This is an optimization exercise on Yosys and OpenROAD, whose aim is small area, not a production implementation. At most, simulation tests tie the RTL to the original design; equivalence was not proved. Function not checked in runs 2 and 3: the RTL went through the layout flow alone. Power figures rest on the tool's default switching activity, not on a simulated workload.

$ cat flow/run.sh
#!/bin/bash
# synth_recipe.tcl (not shown) runs the flow's synth.tcl, then flattens the netlist and writes it again
# the make line also repeats each setting of config.mk as NAME=value (left out here)
make -C /OpenROAD-flow-scripts/flow DESIGN_CONFIG=/design/flow/config.mk WORK_HOME=/design/flow/orfs CLKGATE_MAP_FILE= SYNTH_SCRIPT=/design/flow/synth_recipe.tcl finish
$ cat flow/constraint.sdc
create_clock -name core_clock -period 12.0 [get_ports {clk}]
set_input_delay 2.4000 -clock core_clock [delete_from_list [all_inputs] [get_ports {clk}]]
set_output_delay 2.4000 -clock core_clock [all_outputs]
set_load 0.01 [all_outputs]
$ cat flow/config.mk
export PLATFORM = sky130hd
export DESIGN_NAME = mtr_sinc3
export DESIGN_NICKNAME = mtr_sinc3
export VERILOG_FILES = /design/flow/design.v
export SDC_FILE = /design/flow/constraint.sdc
export NUM_CORES = 4
export LEC_CHECK = 0
export CAP_MARGIN = 20
export CORE_MARGIN = 2
export CORE_UTILIZATION = 30
export PLACE_DENSITY = 0.5
export SLEW_MARGIN = 20
$ cat flow/design.v
module mtr_sinc3 #(
    parameter NCH = 16,
    parameter W   = 28
) (
    input  wire             clk,
    input  wire             rst,        
    input  wire [1:0]       osr_sel,    
    input  wire             bit_en,     
    input  wire [NCH-1:0]   mi,         
    output reg              smp_valid,
    output wire [NCH*W-1:0] smp_data
);
    localparam NP = NCH / 2;    
    localparam WA = 25;         
    localparam WB = 27;         
    localparam WC = 28;         
    localparam WH = 22;         
    reg [1:0] osr_q;
    always @(posedge clk) begin
        if (rst)
            osr_q <= osr_sel;
    end
    reg [8:0] last_bit;
    always @(*) begin
        case (osr_q)
            2'd0:    last_bit = 9'd63;
            2'd1:    last_bit = 9'd127;
            2'd2:    last_bit = 9'd255;
            default: last_bit = 9'd511;
        endcase
    end
    reg            ph;
    reg            pend;
    reg            proc_b;
    reg  [NCH-1:0] xq;
    reg  [NP-1:0]  xqb;
    wire           proc_a = pend & ~ph;
    wire           proc   = proc_a | proc_b;
    always @(posedge clk) begin
        if (rst) begin
            ph     <= 1'b0;
            pend   <= 1'b0;
            proc_b <= 1'b0;
        end else begin
            ph     <= ~ph;
            pend   <= bit_en | (pend & ~proc_a);
            proc_b <= proc_a;
        end
    end
    integer k;
    always @(posedge clk) begin
        if (!rst && bit_en)
            xq <= mi;
        if (proc_a)
            for (k = 0; k < NP; k = k + 1)
                xqb[k] <= xq[2*k+1];
    end
    reg  [8:0]    bit_i;
    reg  [WH-1:0] h_a;
    reg           p0;       
    wire          first = (bit_i == 9'd0);
    wire          last  = (bit_i == last_bit);
    reg  [WH-1:0] i_s;      
    reg  [WH-1:0] kc;       
    reg  [WH-1:0] kb;       
    always @(*) begin
        case (osr_q)
            2'd0: begin
                i_s = {{(WH-9){1'b0}}, bit_i} << 9;
                kc  = ({{(WH-9){1'b0}}, 9'd65}  - {{(WH-10){1'b0}}, bit_i, 1'b0}) << 14;
                kb  = ({{(WH-9){1'b0}}, 9'd63}  + {{(WH-10){1'b0}}, bit_i, 1'b0}) << 14;
            end
            2'd1: begin
                i_s = {{(WH-9){1'b0}}, bit_i} << 6;
                kc  = ({{(WH-9){1'b0}}, 9'd129} - {{(WH-10){1'b0}}, bit_i, 1'b0}) << 12;
                kb  = ({{(WH-9){1'b0}}, 9'd127} + {{(WH-10){1'b0}}, bit_i, 1'b0}) << 12;
            end
            2'd2: begin
                i_s = {{(WH-9){1'b0}}, bit_i} << 3;
                kc  = ({{(WH-10){1'b0}}, 10'd257} - {{(WH-10){1'b0}}, bit_i, 1'b0}) << 10;
                kb  = ({{(WH-10){1'b0}}, 10'd255} + {{(WH-10){1'b0}}, bit_i, 1'b0}) << 10;
            end
            default: begin
                i_s = {{(WH-9){1'b0}}, bit_i};
                kc  = ({{(WH-10){1'b0}}, 10'd513} - {{(WH-10){1'b0}}, bit_i, 1'b0}) << 8;
                kb  = ({{(WH-11){1'b0}}, 11'd511} + {{(WH-10){1'b0}}, bit_i, 1'b0}) << 8;
            end
        endcase
    end
    wire [WH-1:0] h_c = kc + h_a;                     
    wire [WH-1:0] h_b = kb - {h_a[WH-2:0], 1'b0};     
    always @(posedge clk) begin
        if (rst) begin
            bit_i <= 9'd0;
            h_a   <= {WH{1'b0}};
            p0    <= 1'b1;
        end else if (proc_b) begin
            p0 <= 1'b0;
            if (last) begin
                bit_i <= 9'd0;
                h_a   <= {WH{1'b0}};
            end else begin
                bit_i <= bit_i + 9'd1;
                h_a   <= h_a + i_s;
            end
        end
    end
    always @(posedge clk) begin
        if (rst)
            smp_valid <= 1'b0;
        else
            smp_valid <= proc_b & last;
    end
    wire          start = proc & first;
    wire          keep  = ~start;                
    wire          shift = start & ~p0;           
    wire [WH-1:0] ga = proc ? h_a : {WH{1'b0}};
    wire [WH-1:0] gb = proc ? h_b : {WH{1'b0}};
    wire [WH-1:0] gc = proc ? h_c : {WH{1'b0}};
    genvar p;
    generate
        for (p = 0; p < NP; p = p + 1) begin : g_pair
            reg  [WA-1:0] a1, a2;
            reg  [WB-1:0] b1, b2;
            reg  [WC-1:0] c1, c2;
            wire x = ph ? xqb[p] : xq[2*p];
            wire [WA-1:0] a_in = a1 & {WA{keep}};
            wire [WB-1:0] b_in = ({{(WB-WA){1'b0}}, a1} & {WB{shift}}) | (b1 & {WB{keep}});
            wire [WC-1:0] c_in = ({1'b0, b1} & {WC{shift}}) | (c1 & {WC{keep}});
            wire [WA-1:0] a_sum;
            wire [WB-1:0] b_sum;
            wire [WC-1:0] c_sum;
            mtr_sinc3_rca #(.W(WA), .WX(WH-2)) u_add_a (.a(a_in), .b(ga[WH-3:0] & {(WH-2){x}}), .s(a_sum));
            mtr_sinc3_rca #(.W(WB), .WX(WH-1)) u_add_b (.a(b_in), .b(gb[WH-2:0] & {(WH-1){x}}), .s(b_sum));
            mtr_sinc3_rca #(.W(WC), .WX(WH-1)) u_add_c (.a(c_in), .b(gc[WH-2:0] & {(WH-1){x}}), .s(c_sum));
            always @(posedge clk) begin
                a2 <= a_sum;
                b2 <= b_sum;
                c2 <= c_sum;
                a1 <= a2;
                b1 <= b2;
                c1 <= c2;
            end
            assign smp_data[(2*p)*W   +: W] = c1;
            assign smp_data[(2*p+1)*W +: W] = c2;
        end
    endgenerate
endmodule
module mtr_sinc3_rca #(
    parameter W  = 28,
    parameter WX = 21
) (
    input  wire [W-1:0]  a,
    input  wire [WX-1:0] b,
    output wire [W-1:0]  s
);
    wire [W:0] c;
    assign c[0] = 1'b0;
    genvar i;
    generate
        for (i = 0; i < W; i = i + 1) begin : g_bit
            if (i < WX) begin : g_fa
                assign s[i]   = a[i] ^ b[i] ^ c[i];
                assign c[i+1] = (a[i] & b[i]) | (a[i] & c[i]) | (b[i] & c[i]);
            end else begin : g_ha
                assign s[i]   = a[i] ^ c[i];
                assign c[i+1] = a[i] & c[i];
            end
        end
    endgenerate
endmodule
==> results of run 1 <==
==> final timing paths <==
path,start,end,slack [ns],cells after the start
hold reg to reg,g_pair[1].a2[16],g_pair[1].a1[16],0.30,0
hold / removal,g_pair[1].a2[16],g_pair[1].a1[16],0.30,0
setup / recovery,bit_i[5],g_pair[4].a2[24],0.29,35
setup reg to reg,bit_i[5],g_pair[4].a2[24],0.29,35
==> routing by layer <==
| layer | wire length (µm) | track usage (%) |
|---|---|---|
| met1 | 74500 | 24.5 |
| met2 | 89200 | 34.0 |
| met3 | 7780 | 2.99 |
| met4 | 9280 | 9.63 |
| met5 | 13 | 0 |
==> critical path, delay by kind of cell, from the launching register on <==
family        cells  cell delay [ns]
flops             1             0.34
buf+inv           4             0.49
xor+xnor          1             0.12
simple gates      5             0.89
fa+ha+maj        25             9.71
==> registers in the layout, indices dropped and copies added (netlist names) <==
signal and cells:
g_pair.c1 224, g_pair.c2 224, g_pair.b1 216, g_pair.b2 216
g_pair.a1 200, g_pair.a2 200, h_a 21, xq 16
bit_i 9, xqb 8, osr_q 2, p0 1
pend 1, ph 1, proc_b 1, smp_valid 1
==> synth_stat cells, types with 3 or more instances <==
library cell | count | area share [%]
dfxtp_1 | 1315 | 49
fa_1 | 466 | 17
inv_1 | 447 | 3.1
nand2_1 | 422 | 3.0
a21oi_1 | 368 | 3.5
nor3b_1 | 312 | 4.4
and2_1 | 198 | 2.3
ha_1 | 192 | 4.5
nor2_1 | 190 | 1.3
clkbuf_1 | 182 | 1.3
o21ai_0 | 130 | 1.2
nand2b_1 | 108 | 1.3
nand3_1 | 108 | 1.0
xnor2_1 | 50 | 0.82
buf_2 | 47 | 0.44
xor2_1 | 27 | 0.44
edfxtp_1 | 26 | 1.5
buf_1 | 24 | 0.17
mux2i_1 | 22 | 0.41
nor3_1 | 20 | 0.19
a21o_1 | 17 | 0.24
mux2_2 | 11 | 0.23
a211oi_1 | 9 | 0.13
and3_1 | 9 | 0.11
o21a_1 | 8 | 0.11
nor2b_1 | 7 | 0.082
nor4_1 | 7 | 0.082
o31ai_1 | 7 | 0.098
a31oi_1 | 6 | 0.070
or3_1 | 6 | 0.070
or2_2 | 4 | 0.047
xnor2_2 | 4 | 0.12
a21boi_0 | 3 | 0.042
a311o_1 | 3 | 0.056
nand4_1 | 3 | 0.035
o21bai_1 | 3 | 0.042
o22ai_1 | 3 | 0.035
o32ai_1 | 3 | 0.049
==> cell usage in the layout (no fill, tap or decap), types with 186 or more instances in the layout <==
cell	count
ha_1	186
inv_1	440
clkdlybuf4s50_1	469
fa_1	255
dfxtp_1	1307
nor3b_1	311
and2_1	198
a21oi_1	368
nand2_1	420
fa_2	211
==> layout make-up <==
type | count | share of cell area [%]
timing repair buffer | 633 | 9.15
multi-input combinational | 2765 | 36.1
antenna | 1 | 0.00371
inverter | 448 | 2.50
tap | 2340 | 4.34
sequential | 1341 | 40.2
clock inverter | 58 | 1.21
clock buffer | 216 | 6.49
==> cell families after synthesis <==
logic type,count (synthesis)
AND/OR/NAND/NOR,1404
flip-flops,1341
buffers and inverters,701
adder cells (fa/ha/maj),658
AO/OA/AOI/OAI,589
XOR/XNOR,81
multiplexers,33
==> metrics by stage <==
| step | hold slack [ns] | util, % |
|---|---|---|
| 2_1_floorplan | 0.310 | - |
| 3_3_place_gp | 0.310 | 34.9 |
| 3_5_place_dp | 0.312 | 34.9 |
| 4_1_cts | 0.294 | 38.0 |
| 5_1_grt | 0.308 | 38.2 |
| 6_report | 0.299 | 38.2 |
==> power breakdown <==
group	leakage [nW]	switching, W	internal [W]	total [W]
Sequential	10.9	0.000378	0.00502	0.00540
Clock	2.54	0.00194	0.00286	0.00480
Combinational	13.9	0.000938	0.000752	0.00169
Total	27.4	0.00326	0.00864	0.0119
==> repair_timing <==
action                     CTS  global route
pin swaps                   15            18
resized for setup          107           128
gates cloned                 1             0
setup endpoints to repair   86            73
hold buffers                 0             0
buffers inserted             0             0
==> metrics.csv, run 1 <==
metric;value;unit
outcome;timing/DRC/antenna clean;
die_h;426;µm
via_count;35400;
async_flop_share;0;%
drt_wl_total;181000;µm
fin_setup_tns;0;ns
cts_made_buffers;151;
tightest_slew;1.18;ns
setup_viol;0;
final_nets;6019;
stdcell_count;7802;
syn_nets;5486;
synth-edff-count;26;
fp-row-count;154;
hp-class;flip-flop to flip-flop;
drtAntennaViolNets;0;
cts_tree;yes;
dp_hpwl;134000;µm
cts_max_path_buffers;3;
antenna_found_initial;4;
cp_slowest_cell;fa_1;
cap_violations;0;
drt_iter0_markers;2332;
required;12.69;ns
grt_pass1_wl;260000;µm
synth_warnings;1;
cts-root-buf;clkbuf_16;
drc;0;
p_leak;27.4;nW
worstSetupEndpointType;flip-flop;
slew_viol_final;0;
place_congestion;0.919;
synth_top_family_by_area;adder cells;
avgSynthCellArea;11.1;µm²
synthMuxAreaShare;0.645;%
setup_ws;0.291;ns
coreArea;176000;µm²
cts_num_sinks;1341;
track_usage;19.9;%
seqCellArea;27100;µm²
power;0.0119;W
grt_remaining_overflow;0;
powerDensity;176;nW/µm²
initial_core_util;30.2;%
preCtsSetupSlack;-0.782;ns
ir_drop;0.127;mV
slowest_delay;0.49;ns
synth_flop_cell;dfxtp_1;
dieArea;181000;µm²
netlist_area;53400;µm²
place_inst;7526;
drtPass1Iterations;5;
cpMostUsedCell;fa_1;
synth_compound_area_share;6.07;%
placed_cell_area;61600;µm²
crit_fanout;30;
final_area;67400;µm²
hold_violations;0;
finClkSkew;0.0409;ns
ios;470;
multi_input_area;24300;µm²
synth_xor_area_share;1.39;%
seq_area_frac_synth;50.8;%
grt_start_max_net_pins;192;
arrival;12.40;ns
fin_crit_sh;97.6;%
synthAdderAreaFrac;22.0;%
clkLatencyLatePin;0.81;ns
drive_gt1_share;12.7;%
relSlewSlack;21.6;%
period_needed;11.71;ns
syn_to_final_growth;26.3;%
nFillCells;17400;
ys_seq_elements;1341;
port_buffers;469;
synth_simple_gate_area_share;14.1;%
max_freq;85.4;MHz
htree_levels;4;
synth.distinct_cells;69;
grt_setup_unrepaired;yes;
wl_per_cell;23.2;µm
cts.reportedPaths.clkPinSlew;0.06;ns
grt_pass1_vias;36700;
setup.worst_path.class;flip-flop to flip-flop;
critPathLaunchType;flip-flop;
die_w;426;µm
vias_per_cell;4.53;
synth_cells;4807;
==> run 2, diff against run 1 <==
--- a/flow/design.v
+++ b/flow/design.v
@@ -116,5 +116,5 @@
     wire          shift = start & ~p0;           
-    wire [WH-1:0] ga = proc ? h_a : {WH{1'b0}};
-    wire [WH-1:0] gb = proc ? h_b : {WH{1'b0}};
-    wire [WH-1:0] gc = proc ? h_c : {WH{1'b0}};
+    wire [WH-1:0] ga = h_a;
+    wire [WH-1:0] gb = h_b;
+    wire [WH-1:0] gc = h_c;
     genvar p;
@@ -122,22 +122,22 @@
         for (p = 0; p < NP; p = p + 1) begin : g_pair
-            reg  [WA-1:0] a1, a2;
-            reg  [WB-1:0] b1, b2;
+            reg  [WA-1:0] a1n, a2n;
+            reg  [WB-1:0] b1n, b2n;
             reg  [WC-1:0] c1, c2;
-            wire x = ph ? xqb[p] : xq[2*p];
-            wire [WA-1:0] a_in = a1 & {WA{keep}};
-            wire [WB-1:0] b_in = ({{(WB-WA){1'b0}}, a1} & {WB{shift}}) | (b1 & {WB{keep}});
-            wire [WC-1:0] c_in = ({1'b0, b1} & {WC{shift}}) | (c1 & {WC{keep}});
-            wire [WA-1:0] a_sum;
-            wire [WB-1:0] b_sum;
+            wire x = proc & (ph ? xqb[p] : xq[2*p]);
+            wire [WA-1:0] an_in = a1n | {WA{~keep}};
+            wire [WB-1:0] bn_in = ~(({{(WB-WA){1'b0}}, ~a1n} & {WB{shift}}) | (~b1n & {WB{keep}}));
+            wire [WC-1:0] c_in  = ({1'b0, ~b1n} & {WC{shift}}) | (c1 & {WC{keep}});
+            wire [WA-1:0] an_sum;
+            wire [WB-1:0] bn_sum;
             wire [WC-1:0] c_sum;
-            mtr_sinc3_rca #(.W(WA), .WX(WH-2)) u_add_a (.a(a_in), .b(ga[WH-3:0] & {(WH-2){x}}), .s(a_sum));
-            mtr_sinc3_rca #(.W(WB), .WX(WH-1)) u_add_b (.a(b_in), .b(gb[WH-2:0] & {(WH-1){x}}), .s(b_sum));
-            mtr_sinc3_rca #(.W(WC), .WX(WH-1)) u_add_c (.a(c_in), .b(gc[WH-2:0] & {(WH-1){x}}), .s(c_sum));
+            mtr_sinc3_rca #(.W(WA)) u_add_a (.a(an_in), .b({{(WA-WH+2){1'b1}}, ~(ga[WH-3:0] & {(WH-2){x}})}), .ci(1'b1), .s(an_sum));
+            mtr_sinc3_rca #(.W(WB)) u_add_b (.a(bn_in), .b({{(WB-WH+1){1'b1}}, ~(gb[WH-2:0] & {(WH-1){x}})}), .ci(1'b1), .s(bn_sum));
+            mtr_sinc3_rca #(.W(WC)) u_add_c (.a(c_in), .b({{(WC-WH+1){1'b0}}, gc[WH-2:0] & {(WH-1){x}}}), .ci(1'b0), .s(c_sum));
             always @(posedge clk) begin
-                a2 <= a_sum;
-                b2 <= b_sum;
-                c2 <= c_sum;
-                a1 <= a2;
-                b1 <= b2;
-                c1 <= c2;
+                a2n <= an_sum;
+                b2n <= bn_sum;
+                c2  <= c_sum;
+                a1n <= a2n;
+                b1n <= b2n;
+                c1  <= c2;
             end
@@ -149,11 +149,11 @@
 module mtr_sinc3_rca #(
-    parameter W  = 28,
-    parameter WX = 21
+    parameter W = 28
 ) (
-    input  wire [W-1:0]  a,
-    input  wire [WX-1:0] b,
-    output wire [W-1:0]  s
+    input  wire [W-1:0] a,
+    input  wire [W-1:0] b,
+    input  wire         ci,
+    output wire [W-1:0] s
 );
     wire [W:0] c;
-    assign c[0] = 1'b0;
+    assign c[0] = ci;
     genvar i;
@@ -161,9 +161,4 @@
         for (i = 0; i < W; i = i + 1) begin : g_bit
-            if (i < WX) begin : g_fa
-                assign s[i]   = a[i] ^ b[i] ^ c[i];
-                assign c[i+1] = (a[i] & b[i]) | (a[i] & c[i]) | (b[i] & c[i]);
-            end else begin : g_ha
-                assign s[i]   = a[i] ^ c[i];
-                assign c[i+1] = a[i] & c[i];
-            end
+            assign s[i]   = a[i] ^ b[i] ^ c[i];
+            assign c[i+1] = (a[i] & b[i]) | (a[i] & c[i]) | (b[i] & c[i]);
         end
--- a/flow/config.mk
+++ b/flow/config.mk
@@ -9,4 +9,5 @@
 export CORE_MARGIN = 2
-export CORE_UTILIZATION = 30
-export PLACE_DENSITY = 0.5
+export CORE_UTILIZATION = 60
+export CTS_BUF_LIST = sky130_fd_sc_hd__clkbuf_4 sky130_fd_sc_hd__clkbuf_8
+export PLACE_DENSITY = 0.75
 export SLEW_MARGIN = 20
==> run 2 against run 1 <==
Compared with the run above: first-iteration DRC count rose by 42%; largest cell class unchanged; synthesized cell count fell by 2.5%; critical endpoint is now g_pair[4].c2[26]; still clean; wire length fell by 18%; combinational power rose by 3%; sequential share of layout area rose by 2.3 points; area after synthesis fell by 2.5%.
==> metrics.csv, run 2 <==
metric;value;unit;change
powerDensity;175;nW/µm²;-0.75%
synth.most_common_cell;dfxtp_1;;
die_h;298;µm;-30%
switching_share;27.4;%;about the same
seq_area_frac_synth;52.1;%;+1.3 points
syn_nets;5368;;-2.2%
cap_violations;0;;unchanged
dp_hpwl;105000;µm;-21%
synthMuxAreaShare;0.406;%;-0.24 points
ys_seq_elements;1341;;unchanged
arrival;12.52;ns;+0.12 ns
synth_compound_area_share;6.70;%;+0.63 points
stdcell_count;6579;;-16%
fin_setup_tns;0;ns;unchanged
r2r_cells;38;;+8.6%
max_freq;85.0;MHz;-0.46%
synth_top_area_share;50.6;%;+1.3 points
track_usage;33.1;%;+13 points
avgSynthCellArea;11.1;µm²;about the same
vias_per_cell;5.46;;+20%
cts-root-buf;clkbuf_8;;
nFillCells;5741;;-67%
p_int;0.00812;W;-6.0%
cts_tree;yes;;
holdWs;0.292;ns;-0.00723 ns
p_clk_share;35.7;%;-4.7 points
slowest_delay;0.50;ns;about the same
grt_remaining_overflow;0;;unchanged
finClkSkew;0.0502;ns;+0.00933 ns
worstHoldStart;g_pair[5].a2n[17];;
required;12.76;ns;+0.07 ns
rr_endpoint;g_pair[4].c2[26];;
cp_slowest_cell;fa_2;;
drc;0;;unchanged
fp-row-count;107;;-31%
relSlewSlack;15.9;%;-5.6 points
hp-class;flip-flop to flip-flop;;
synth.distinct_cells;68;;-1.4%
port_buffers;469;;unchanged
synth_cells;4689;;-2.5%
grt_pass1_vias;36500;;-0.62%
initial_core_util;60.8;%;+31 points
place_congestion;0.981;;+6.8%
synth_flop_cell;dfxtp_1;;
period_needed;11.76;ns;+0.0539 ns
power;0.0112;W;-6.0%
synth_top_family_by_area;adder cells;;
drt_wl_total;148000;µm;-18%
synth-edff-count;26;;unchanged
final_nets;5958;;-1.0%
coreArea;85500;µm²;-52%
synthTopCellsByCount;dfxtp_1 (1315), inv_1 (473), fa_1 (466);;
grt_start_max_net_pins;112;;-42%
hold_violations;0;;unchanged
final_common_cell;dfxtp_1;;
drtPass1Iterations;6;;+1
whs_path_depth;0;;unchanged
cts_made_buffers;205;;+36%
worstSetupEndpointType;flip-flop;;
reg.largest.list;g_pair.c1 x224, g_pair.c2 x224;;
synth_area_leader_cell;dfxtp_1;;
synth_xor_area_share;1.58;%;+0.19 points
cts_max_path_buffers;3;;unchanged
critPathLaunch;bit_i[0];;
setup_viol;0;;unchanged
antenna_found_initial;2;;-2
netlist_area;52000;µm²;-2.5%
drtAntennaViolNets;0;;unchanged
clkLatencyLatePin;0.88;ns;+0.07 ns
synthAdderAreaFrac;22.6;%;+0.57 points
p_seq_share;48.8;%;+3.4 points
p_leak;25.2;nW;-8.2%
async_flop_share;0;%;unchanged
critPathLaunchType;flip-flop;;
reg2reg_from;bit_i[0];;
hold-path-endpoint;g_pair[5].a1n[17];;
wl_per_cell;22.6;µm;-2.6%
syn_to_final_growth;22.7;%;
tightest_slew;1.26;ns;+0.0858 ns
crit_fanout;6;;-80%
ir_drop;0.144;mV;+13%
grt_pass1_wl;220000;µm;-15%
synth_warnings;1;;unchanged
dieArea;89100;µm²;-51%
switchingPower;0.00306;W;-6.1%
cpMostUsedCell;fa_2;;
die_w;298;µm;-30%
ios;470;;unchanged
layout_common_cells;dfxtp_1 (1312), inv_1 (472), clkdlybuf4s50_1 (469);;
ys_top_cells_by_area;dfxtp_1 (51%), fa_1 (18%), ha_1 (4.6%), inv_1 (3.4%), nand2_1 (2.9%);;
cts.reportedPaths.clkPinSlew;0.06;ns;about the same
outcome;timing/DRC/antenna clean;;
synth_simple_gate_area_share;11.4;%;-2.7 points
fin_crit_sh;98.0;%;+0.45 points
place_inst;6198;;-18%
slew_viol_final;0;;unchanged
pwr-share-comb;15.5;%;+1.3 points
setup.worst_path.class;flip-flop to flip-flop;;
drt_iter0_markers;3307;;+42%
via_count;35900;;+1.5%
htree_levels;4;;unchanged
drive_gt1_share;13.9;%;+1.2 points
rrSetupSlack;0.24;ns;-0.05 ns
hold_buffers;0;;unchanged
cts_num_sinks;1341;;unchanged
==> run 2: changes by cell type after synthesis, moves of 103 or more <==
| cell | change |
|---|---|
| a21oi_1 | -162 |
| and2_1 | -184 |
| nor3_1 | +154 |
| nor3b_1 | -312 |
| o21ai_0 | +103 |
| or3_1 | +179 |
==> run 2: power groups by stage <==
stage	clock network, W	logic (W)	registers, W
after floorplan	0	0.000632	0.00551
after global placement	0	0.00163	0.00551
after detailed placement	0	0.00166	0.00553
after CTS	0.00404	0.00170	0.00545
after global routing	0.00424	0.00186	0.00550
final	0.00399	0.00174	0.00545
==> run 2: metal layers <==
metal / track usage (%) / vias up / wire [µm]
met5: 0 / - / 0
met4: 17.0 / 0 / 7780
met1: 44.6 / 17700 / 59600
met3: 7.73 / 327 / 14400
met2: 50.2 / 1627 / 66700
li1: - / 16200 / -
==> run 2: worst max-delay path: cells and delay by family (launching register included) <==
kind	cells	cell delay [ns]
and+or+nand+nor	2	0.26
adders and majority gates	29	10.25
AOI/OAI and AO/OA	2	0.27
buffers and inverters	5	0.52
DFF	1	0.33
==> run 2: logic make-up (layout without fill, tap and decap cells) <==
logic type,Yosys count,after routing
DFF,1341,1341
xor gates and xnor gates,91,91
other,0,2
adders and majority gates,658,658
muxes,20,20
AOI/OAI and AO/OA,603,603
and+or+nand+nor,1251,1251
buffers and inverters,725,1469
==> run 2: through the flow <==
step	worst slack (ns)	instance area, µm²	util, %
6_report	0.237	63800	74.6
5_1_grt	-0.0764	63800	74.6
4_1_cts	-0.0561	63400	74.1
3_5_place_dp	-0.282	58800	68.7
3_3_place_gp	-0.136	58800	68.7
2_1_floorplan	0.00803	52200	-
==> run 2: final cells by class <==
cell class / instances / area, µm² / share of cell area (%)
Tap cell: 1144 / 1430 / 2.24
Multi-Input combinational cell: 2623 / 22900 / 35.9
Sequential cell: 1341 / 27100 / 42.5
Antenna cell: 2 / 5.00 / 0.00784
Timing Repair Buffer: 634 / 6200 / 9.71
Clock inverter: 37 / 357 / 0.559
Clock buffer: 324 / 4060 / 6.36
Inverter: 474 / 1780 / 2.79
==> run 2: how the worst max path moves through the flow <==
stage,to,slack [ns],cells after the start
2_1_floorplan,g_pair[6].c2[26],0.008,37
5_1_grt,g_pair[0].c2[27],-0.08,36
3_5_place_dp,g_pair[6].c2[27],-0.28,35
4_1_cts,g_pair[3].c2[26],-0.06,35
3_3_place_gp,g_pair[6].c2[27],-0.14,36
6_report,g_pair[4].c2[26],0.24,38
==> run 2: repair_timing <==
| item | 4_1_cts | 5_1_grt |
|---|---|---|
| buffers inserted | 9 | 4 |
| pin swaps | 5 | 12 |
| endpoints found under the setup margin | 33 | 66 |
| gates resized for setup | 46 | 105 |
| cloned | 2 | 3 |
==> run 3, diff against run 2 <==
--- a/flow/config.mk
+++ b/flow/config.mk
@@ -9,5 +9,6 @@
 export CORE_MARGIN = 2
-export CORE_UTILIZATION = 60
-export CTS_BUF_LIST = sky130_fd_sc_hd__clkbuf_4 sky130_fd_sc_hd__clkbuf_8
-export PLACE_DENSITY = 0.75
+export CORE_UTILIZATION = 70
+export CTS_BUF_LIST = sky130_fd_sc_hd__clkbuf_2 sky130_fd_sc_hd__clkbuf_4
+export CTS_CLUSTER_SIZE = 30
+export PLACE_DENSITY = 0.85
 export SLEW_MARGIN = 20
==> run 3 against run 2 <==
Compared with the run above: core utilization is 12 points higher; register-to-register slack about the same; wire length rose by 9.2%; final area decreased by 1.1%; final cell count up 0.53%; critical path type unchanged; sequential power about the same; die area is 14% lower; highest routed layer is now met5; count of clock-buffer cells in the layout is 147 higher; sequential cell count unchanged; largest power group unchanged; via count up 7.6%; clock power down 6.8%; global-route usage up 8.9 points.
==> metrics.csv, run 3 <==
metric;value;unit;change
setup_viol;0;;unchanged
netlist_area;52000;µm²;unchanged
grt_pass1_wl;239000;µm;+8.7%
seq_area_frac_synth;52.1;%;unchanged
holdWs;0.257;ns;-0.0350 ns
async_flop_share;0;%;unchanged
port_buffers;469;;unchanged
cts_tree;yes;;
outcome;timing/DRC/antenna clean;;
initial_core_util;71.1;%;+10 points
max_freq;85.1;MHz;about the same
die_h;277;µm;-7.3%
crit_fanout;33;;+27
fin_setup_tns;0;ns;unchanged
cts_made_buffers;336;;+64%
syn_nets;5368;;unchanged
final_nets;6093;;+2.3%
htree_levels;5;;+1
antenna_found_initial;9;;+7
dp_hpwl;109000;µm;+3.6%
reg2reg_from;bit_i[0];;
dieArea;76500;µm²;-14%
slowest_delay;0.49;ns;about the same
worstSetupEndpointType;flip-flop;;
cts_num_sinks;1341;;unchanged
synth_cells;4689;;unchanged
synth_warnings;1;;unchanged
die_w;277;µm;-7.3%
via_count;38600;;+7.6%
grt_start_max_net_pins;79;;-29%
preCtsSetupSlack;-0.368;ns;-0.0867 ns
whs_path_depth;0;;unchanged
critPathLaunchType;flip-flop;;
critPathLaunch;bit_i[0];;
required;13.03;ns;+0.27 ns
hold_violations;0;;unchanged
drtAntennaViolNets;0;;unchanged
drtPass1Iterations;8;;+2
vias_per_cell;5.84;;+7.0%
hp-class;flip-flop to flip-flop;;
drt_wl_total;162000;µm;+9.2%
period_needed;11.75;ns;-0.00835 ns
cts-root-buf;clkbuf_4;;
ios;470;;unchanged
slew_viol_final;0;;unchanged
ir_drop;0.150;mV;+4.4%
ys_seq_elements;1341;;unchanged
ys_top_cells_by_area;dfxtp_1 (51%), fa_1 (18%), ha_1 (4.6%), inv_1 (3.4%), nand2_1 (2.9%);;
syn_to_final_growth;21.3;%;
grt_setup_unrepaired;yes;;
grt_remaining_overflow;0;;unchanged
reg.largest.list;g_pair.c1 x224, g_pair.c2 x224;;
setup.worst_path.class;flip-flop to flip-flop;;
setup_ws;0.245;ns;+0.00835 ns
wl_per_cell;24.5;µm;+8.7%
fin_crit_sh;98.0;%;about the same
p_leak;25.2;nW;+0.23%
synth_area_leader_cell;dfxtp_1;;
finClkSkew;0.127;ns;+0.0769 ns
avgSynthCellArea;11.1;µm²;unchanged
synth_top_area_share;50.6;%;unchanged
cts.reportedPaths.clkPinSlew;0.07;ns;about the same
cpMostUsedCell;fa_1;;
powerDensity;174;nW/µm²;-0.67%
clkLatencyLatePin;1.21;ns;+0.33 ns
tightest_slew;1.30;ns;+0.0406 ns
synth.most_common_cell;dfxtp_1;;
synth_flop_cell;dfxtp_1;;
drc;0;;unchanged
place_congestion;1.03;;+4.9%
cap_violations;0;;unchanged
synth-edff-count;26;;unchanged
layout_common_cells;dfxtp_1 (1312), inv_1 (472), clkbuf_4 (471);;
worstHoldStart;g_pair[4].b2n[14];;
coreArea;73200;µm²;-14%
relSlewSlack;13.2;%;-2.7 points
cts_max_path_buffers;4;;+1
r2r_cells;37;;-2.6%
drive_gt1_share;15.6;%;+1.7 points
track_usage;42.0;%;+8.9 points
drt_iter0_markers;4207;;+27%
hold_buffers;0;;unchanged
final_common_cell;dfxtp_1;;
fp-row-count;99;;-7.5%
synth.distinct_cells;68;;unchanged
cp_slowest_cell;fa_1;;
synthTopCellsByCount;dfxtp_1 (1315), inv_1 (473), fa_1 (466);;
grt_pass1_vias;40000;;+9.7%
arrival;12.79;ns;+0.27 ns
==> run 3: stage by stage <==
step                instance area, µm²  std cells  utilization [%]  power (W)
floorplan                        52200       4689                -    0.00614
global placement                 58500       6024             80.0    0.00713
detailed placement               58500       6024             80.0    0.00721
CTS                              62800       6596             85.7     0.0109
global route                     63100       6603             86.2     0.0114
finish                           63100       6614             86.2     0.0110
==> run 3: cells by family after synthesis <==
logic type | Yosys count | synth area share (%)
compound gates | 603 | 6.70
xor+xnor | 91 | 1.58
flops | 1341 | 52.1
mux | 20 | 0.406
buf+inv | 725 | 5.25
simple gates | 1251 | 11.4
fa+ha+maj | 658 | 22.6
==> run 3: power breakdown <==
part / internal (W) / total, W / switching, W
combinational: 0.000765 / 0.00178 / 0.00102
clock: 0.00189 / 0.00372 / 0.00183
sequential: 0.00509 / 0.00548 / 0.000382
==> run 3: metal layers <==
layer | vias to the layer above | GRT usage, % | part of all wire [%]
met5 | - | 0 | 0.079
met4 | 10 | 27.1 | 7.0
met3 | 602 | 13.8 | 13
met2 | 2475 | 62.9 | 44
met1 | 18900 | 52.7 | 36
li1 | 16600 | - | -
==> run 3: layout make-up <==
| class | count | area (µm²) |
|---|---|---|
| multi-input combinational | 2623 | 22900 |
| sequential | 1341 | 27100 |
| fill | 3590 | 10100 |
| antenna | 15 | 37.5 |
| timing repair buffer | 638 | 6110 |
| clock inverter | 93 | 475 |
| tap | 959 | 1200 |
| clock buffer | 471 | 3540 |
| inverter | 474 | 1780 |
==> run 3: critical path: cells and delay by family (launching register included) <==
kind / cells / cell delay, ns
buffers and inverters: 6 / 0.82
AND/OR/NAND/NOR: 2 / 0.30
XOR/XNOR: 1 / 0.12
adder cells (fa/ha/maj): 26 / 9.80
AO/OA/AOI/OAI: 2 / 0.32
flip-flops: 1 / 0.32
==> run 3: path summary, 6_finish.rpt <==
path | end | slack (ns)
max | g_pair[2].b2n[26] | 0.25
min | g_pair[4].b1n[14] | 0.26
max reg2reg | g_pair[2].b2n[26] | 0.25
min reg2reg | g_pair[4].b1n[14] | 0.26
==> run 3: repair_timing <==
action,4_1_cts,5_1_grt
endpoints found under the setup margin,37,65
gates resized for setup,39,97
pin swaps,5,8
cloned,1,0
buffers inserted,7,3

## separate check: timing with driven ports
In the flow no input, the clock included, has a driving cell. The finished layouts below were timed again as built, in two steps.
Step 1 (the two cells are an assumption about what drives the block):
set clk [get_ports {clk}]
set_driving_cell -lib_cell sky130_fd_sc_hd__clkbuf_16 $clk
set_driving_cell -lib_cell sky130_fd_sc_hd__buf_2 [delete_from_list [all_inputs] $clk]
Step 2, shift: input delay + t, output delay - t, t = (earliest + latest rising clock arrival at the registers) / 2. This alone moves slack from input paths to output paths.
Three values: ideal ports, drivers, drivers and shift; two values: the first two.
run	t, ns	slack for setup (ns)	hold slack, ns
run 1	0.867	0.291 / 0.291 / 0.291	0.299 / 0.299 / 0.299
run 2	0.934	0.237 / 0.237 / 0.237	0.292 / 0.292 / 0.292
run 3	1.210	0.245 / 0.245 / 0.245	0.257 / 0.257 / 0.257
After both steps every run listed still meets setup and hold.
